This design comes from an exercise in tuning for small area, a short achievable clock period and few clock cycles per item on the open sky130 flow, not from production work. RTL that was checked went through simulation tests only; none was proved equivalent to the original.

Setup of job 6929:
Design rs_c2c3_decoder, start of the top module:
module rs_c2c3_decoder (
    input  wire         clk,
    input  wire         rst,         
    input  wire         in_valid,
    output wire         in_ready,
    input  wire         in_mode,     
    input  wire [255:0] in_data,
    input  wire [31:0]  in_erase,
    output reg          out_valid,
    input  wire         out_ready,
    output wire [255:0] out_data,
    output wire [31:0]  out_erase,
    output wire [1:0]   out_status
);
wire [31:0]  f_e;
wire [7:0]   f_s0, f_s1, f_k1, f_k2;
wire         f_no_er, f_one_er, f_two_er, f_many;
rs_front u_front (
    .mode(in_mode), .data_in(in_data), .erase_in(in_erase),
    .e(f_e), .s0(f_s0), .s1(f_s1), .k1(f_k1), .k2(f_k2),
    .no_er(f_no_er), .one_er(f_one_er), .two_er(f_two_er), .many(f_many)
);
reg         r_mode;
reg [255:0] r_d;
reg [31:0]  r_e;
reg [7:0]   r_s0, r_s1, r_k1, r_k2;
reg         r_no_er, r_one_er, r_two_er, r_many;
assign in_ready = !out_valid || out_ready;
always @(posedge clk) begin
  if (rst) begin
    out_valid <= 1'b0;
  end else if (in_ready) begin
    out_valid <= in_valid;
  end
end
always @(posedge clk) begin
  if (in_valid && in_ready) begin
    r_mode <= in_mode;
    r_d    <= in_data;
    r_e    <= f_e;
    r_s0   <= f_s0;
    r_s1   <= f_s1;
    r_k1   <= f_k1;
    r_k2   <= f_k2;
    r_no_er  <= f_no_er;
    r_one_er <= f_one_er;
    r_two_er <= f_two_er;
    r_many   <= f_many;
  end
end
rs_back u_back (
    .mode(r_mode), .d(r_d), .e(r_e), .s0(r_s0), .s1(r_s1), .k1(r_k1), .k2(r_k2),
    .no_er(r_no_er), .one_er(r_one_er), .two_er(r_two_er), .many(r_many),
    .data_out(out_data), .erase_out(out_erase), .status(out_status)
);
endmodule
Size in the first run: ~590 I/O pins.
clock: 25.0 ns
lec_check: 0
cap_margin: 5
core_margin: 2
core_utilization: 55
cts_buf_list: sky130_fd_sc_hd__clkbuf_16
cts_cluster_diameter: 100
cts_cluster_size: 20
slew_margin: 5
standard.sh (not shown) runs the stock make flow with config.mk's settings and CLKGATE_MAP_FILE= SYNTH_SCRIPT=/design/flow/synth_recipe.tcl, a recipe that flattens the netlist after the stock synthesis.
==> flow/flow/run.sh <==
#!/bin/bash
# The standard layout, with plain buffers (not delay cells) on the ports and
# timing repair aiming for slack beyond the clock's, so the layout reaches a
# shorter period than the 25 ns it is built at.
set -euo pipefail
export BUFFER_PORTS_ARGS="-buffer_cell sky130_fd_sc_hd__buf_1"
export SETUP_SLACK_MARGIN=14.74
export TNS_END_PERCENT=100
bash standard.sh > standard.log 2>&1
Looking at the reports, job 6929 completed the entire flow and the layout it produced met the timing, DRC and antenna checks.
Testbench counts of job 6929, summed over its fixed seeds: cycles 12,008, items 12,000.
#### Input delta (job 2215 over job 6929)
--- a/flow/flow/run.sh
+++ b/flow/flow/run.sh
@@ -5,5 +5,5 @@
 set -euo pipefail
 export BUFFER_PORTS_ARGS="-buffer_cell sky130_fd_sc_hd__buf_1"
-export SETUP_SLACK_MARGIN=14.74
+export SETUP_SLACK_MARGIN=14.8
 export TNS_END_PERCENT=100
 bash standard.sh > standard.log 2>&1
--- a/flow/config.mk
+++ b/flow/config.mk
@@ -6,9 +6,9 @@
 export NUM_CORES = 4
 export LEC_CHECK = 0
-export CAP_MARGIN = 5
+export CAP_MARGIN = 20
 export CORE_MARGIN = 2
 export CORE_UTILIZATION = 55
-export CTS_BUF_LIST = sky130_fd_sc_hd__clkbuf_16
-export CTS_CLUSTER_DIAMETER = 100
-export CTS_CLUSTER_SIZE = 20
-export SLEW_MARGIN = 5
+export CTS_BUF_LIST = sky130_fd_sc_hd__clkbuf_8
+export CTS_CLUSTER_DIAMETER = 60
+export CTS_CLUSTER_SIZE = 15
+export SLEW_MARGIN = 20
### Flow results
On post-route met1 wirelength, the higher figure sits with job 2215, not job 6929.
Comparing job 6929 and job 2215, via count of the routed design is higher on job 2215.
Job 2215 completed; timing, DRC and antenna clean
From job 6929 to job 2215 the numbers moved as follows: final cell count without fillers now larger; layout cell share with drive strength beyond 1 now larger.
NOTE: global-route usage in job 2215 exceeds that of job 6929
The worst hold slack of job 6929 and that of job 2215 are within noise of each other.
> inputs changed (job 2215 -> job 2033)
--- a/flow/config.mk
+++ b/flow/config.mk
@@ -8,7 +8,7 @@
 export CAP_MARGIN = 20
 export CORE_MARGIN = 2
-export CORE_UTILIZATION = 55
-export CTS_BUF_LIST = sky130_fd_sc_hd__clkbuf_8
-export CTS_CLUSTER_DIAMETER = 60
-export CTS_CLUSTER_SIZE = 15
+export CORE_UTILIZATION = 62
+export CTS_BUF_LIST = sky130_fd_sc_hd__clkbuf_16
+export CTS_CLUSTER_DIAMETER = 100
+export CTS_CLUSTER_SIZE = 20
 export SLEW_MARGIN = 20
[summary]
- Changes observed in job 2033 relative to job 2215: die area decreased 11%, number of buffer and inverter instances along the worst setup path went up, met3 track demand over resource in global routing went up by 13 points.
--- input diff job 2033..job 8687 ---
--- a/flow/config.mk
+++ b/flow/config.mk
@@ -8,5 +8,5 @@
 export CAP_MARGIN = 20
 export CORE_MARGIN = 2
-export CORE_UTILIZATION = 62
+export CORE_UTILIZATION = 55
 export CTS_BUF_LIST = sky130_fd_sc_hd__clkbuf_16
 export CTS_CLUSTER_DIAMETER = 100
Results
- Diff job 2033 -> job 8687: weighted congestion reported at the end of routability-driven placement moved down, register fraction of the total cell area picked up an extra 0.17 points.
- Diff job 2033 -> job 8687: via count of the first global-routing pass went down by 728, flip-flop and latch count essentially unchanged, aggregate global-route resource usage fell by 8.2 points, post-synthesis compound-gate area fraction neither gained nor lost much, starting utilization of the core area -7.2 points.
- When job 8687 is measured against job 2033, its post-layout minimum cycle time turns out 0.25 ns lower.

* * *

Another version of the RTL of rs_c2c3_decoder (not shown whole).
Size in the first run: ~3300 cells after synthesis, ~330 flip-flops, about 590 I/O pins, about 30000 um2 of cells after synthesis.
==> flow/design.v (excerpt) <==
module rs_c2c3_decoder (
    input  wire         clk,
    input  wire         rst,         
    input  wire         in_valid,
    output wire         in_ready,
    input  wire         in_mode,     
    input  wire [255:0] in_data,
    input  wire [31:0]  in_erase,
    output reg          out_valid,
    input  wire         out_ready,
    output wire [255:0] out_data,
    output wire [31:0]  out_erase,
    output wire [1:0]   out_status
);
Settings: LEC_CHECK=0, CAP_MARGIN=20, CORE_MARGIN=2, CORE_UTILIZATION=50, CTS_BUF_LIST=sky130_fd_sc_hd__clkbuf_8, CTS_CLUSTER_SIZE=30, SLEW_MARGIN=20; clock period 25.0 ns.
==> flow/flow/run.sh <==
#!/bin/bash
# The standard layout, with plain buffers (not delay cells) on the ports and
# timing repair aiming for slack beyond the clock's, so the layout reaches a
# shorter period than the 25 ns it is built at.
set -euo pipefail
export BUFFER_PORTS_ARGS="-buffer_cell sky130_fd_sc_hd__buf_1"
export SETUP_SLACK_MARGIN=14.65
export TNS_END_PERCENT=100
bash standard.sh > standard.log 2>&1
The starting point completed without violations.
Testbench counts at the start, summed over its fixed seeds: cycles 12,008, items 12,000.
Rerun with:
--- a/flow/flow/run.sh
+++ b/flow/flow/run.sh
@@ -5,3 +5,3 @@
 set -euo pipefail
-export BUFFER_PORTS_ARGS="-buffer_cell sky130_fd_sc_hd__buf_1"
+export BUFFER_PORTS_ARGS="-buffer_cell sky130_fd_sc_hd__buf_2"
 export SETUP_SLACK_MARGIN=14.65
CTS_BUF_LIST = default   (was sky130_fd_sc_hd__clkbuf_8)
CTS_CLUSTER_SIZE = default   (was 30)
What happened: Synthesized area stays the same; cell area increases by 1.0%; sequential share of layout area came out lower by 0.28 points; utilization goes up by 0.59 points.
Rerun with:
--- a/flow/flow/run.sh
+++ b/flow/flow/run.sh
@@ -5,4 +5,4 @@
 set -euo pipefail
-export BUFFER_PORTS_ARGS="-buffer_cell sky130_fd_sc_hd__buf_2"
-export SETUP_SLACK_MARGIN=14.65
+export BUFFER_PORTS_ARGS="-buffer_cell sky130_fd_sc_hd__buf_1"
+export SETUP_SLACK_MARGIN=14.8
 export TNS_END_PERCENT=100
CORE_UTILIZATION = 55   (was 50)
CTS_BUF_LIST = sky130_fd_sc_hd__clkbuf_8   (was default)
CTS_CLUSTER_DIAMETER = 60   (was default)
CTS_CLUSTER_SIZE = 15   (was default)
Result: The changed run completed without violations. Global-route usage goes up by 2.9 points. Fmax stays flat. First-iteration DRC count came out higher by a few percent. Wire length goes down by a few percent.
Rerun with:
CTS_BUF_LIST = sky130_fd_sc_hd__clkbuf_16   (was sky130_fd_sc_hd__clkbuf_8)
CTS_CLUSTER_DIAMETER = 100   (was 60)
CTS_CLUSTER_SIZE = 20   (was 15)
=> The new run finished clean; wire length goes down by 0.38%; cell count decreases by 0.66%; hold slack improves by 0.0090 ns; synthesized cell count stays the same.

* * *

rs_c2c3_decoder, a different RTL version from the one above (not shown whole).
Size: ~3900 cells after synthesis, roughly 320 flip-flops.
Design rs_c2c3_decoder, start of the top module:
module rs_c2c3_decoder (
    input  wire         clk,
    input  wire         rst,         
    input  wire         in_valid,
    output wire         in_ready,
    input  wire         in_mode,     
    input  wire [255:0] in_data,
    input  wire [31:0]  in_erase,
    output reg          out_valid,
    input  wire         out_ready,
    output wire [255:0] out_data,
    output wire [31:0]  out_erase,
    output wire [1:0]   out_status
);
export LEC_CHECK = 0
export CAP_MARGIN = 20
export CORE_MARGIN = 2
export CORE_UTILIZATION = 60
export SLEW_MARGIN = 20
create_clock -name core_clock -period 25.0 [get_ports {clk}]
==> flow/flow/run.sh <==
#!/bin/bash
# The standard layout, with plain buffers (not delay cells) on the ports.
set -euo pipefail
export BUFFER_PORTS_ARGS="-buffer_cell sky130_fd_sc_hd__buf_2"
bash standard.sh > standard.log 2>&1
The starting point finished clean.
==> next run, changes <==
==> flow/flow/run.sh (replaced) <==
#!/bin/bash
# The standard layout, with plain buffers (not delay cells) on the ports and
# timing repair aiming for slack beyond the clock's, so the layout reaches a
# shorter period than the 25 ns it is built at.
set -euo pipefail
export BUFFER_PORTS_ARGS="-buffer_cell sky130_fd_sc_hd__buf_2"
export SETUP_SLACK_MARGIN=16
export TNS_END_PERCENT=100
bash standard.sh > standard.log 2>&1
Now the flow did not get past global routing (5_1_grt) with GRT-0116.
Area after synthesis is unchanged.
Synthesized cell count is unchanged.
Function was not checked in any run of this note: the RTL went through the layout flow alone.

static timing again, ports no longer ideal:
The flow's constraints put no driver on any port. The routed layouts listed below were extracted and timed again, unchanged, in two steps. Step 1, drivers: a clkbuf_16 drives clk and a buf_2 each remaining input, both assumed. Step 2 times the ports against the registers' clock, not the clock port: input delays grow and output delays shrink by t, the midpoint of the rising clock arrivals with the driver on. a / b / c = ideal / step 1 / step 2; a / b = the first two.
| run | t, ns | setup slack, ns | slew at the worst register clock pin (ns) |
|---|---|---|---|
| job 6929 | 0.641 | 14.675 / 14.645 / 14.415 | 0.10 / 0.10 |
| job 2215 | 0.713 | 14.680 / 14.650 / 14.392 | 0.10 / 0.10 |
| job 2033 | 0.642 | 14.428 / 14.363 / 14.457 | 0.10 / 0.10 |
| job 8687 | 0.640 | 14.675 / 14.645 / 14.488 | 0.10 / 0.10 |
| the first run of note 2 | 0.758 | 14.611 / 14.558 / 14.216 | 0.07 / 0.07 |
| the second run of note 2 | 0.633 | 14.659 / 14.623 / 14.266 | 0.06 / 0.06 |
| the third run of note 2 | 0.708 | 14.676 / 14.653 / 14.256 | 0.11 / 0.11 |
| the fourth run of note 2 | 0.633 | 14.673 / 14.651 / 14.507 | 0.10 / 0.10 |
| the first run of note 3 | 0.643 | 12.571 / 12.508 / 12.390 | 0.06 / 0.06 |
After both steps every run listed still meets setup and hold. The setup slack of the third run of note 2, which loses most, moves by -0.023 ns with the drivers and by -0.420 ns with both steps.
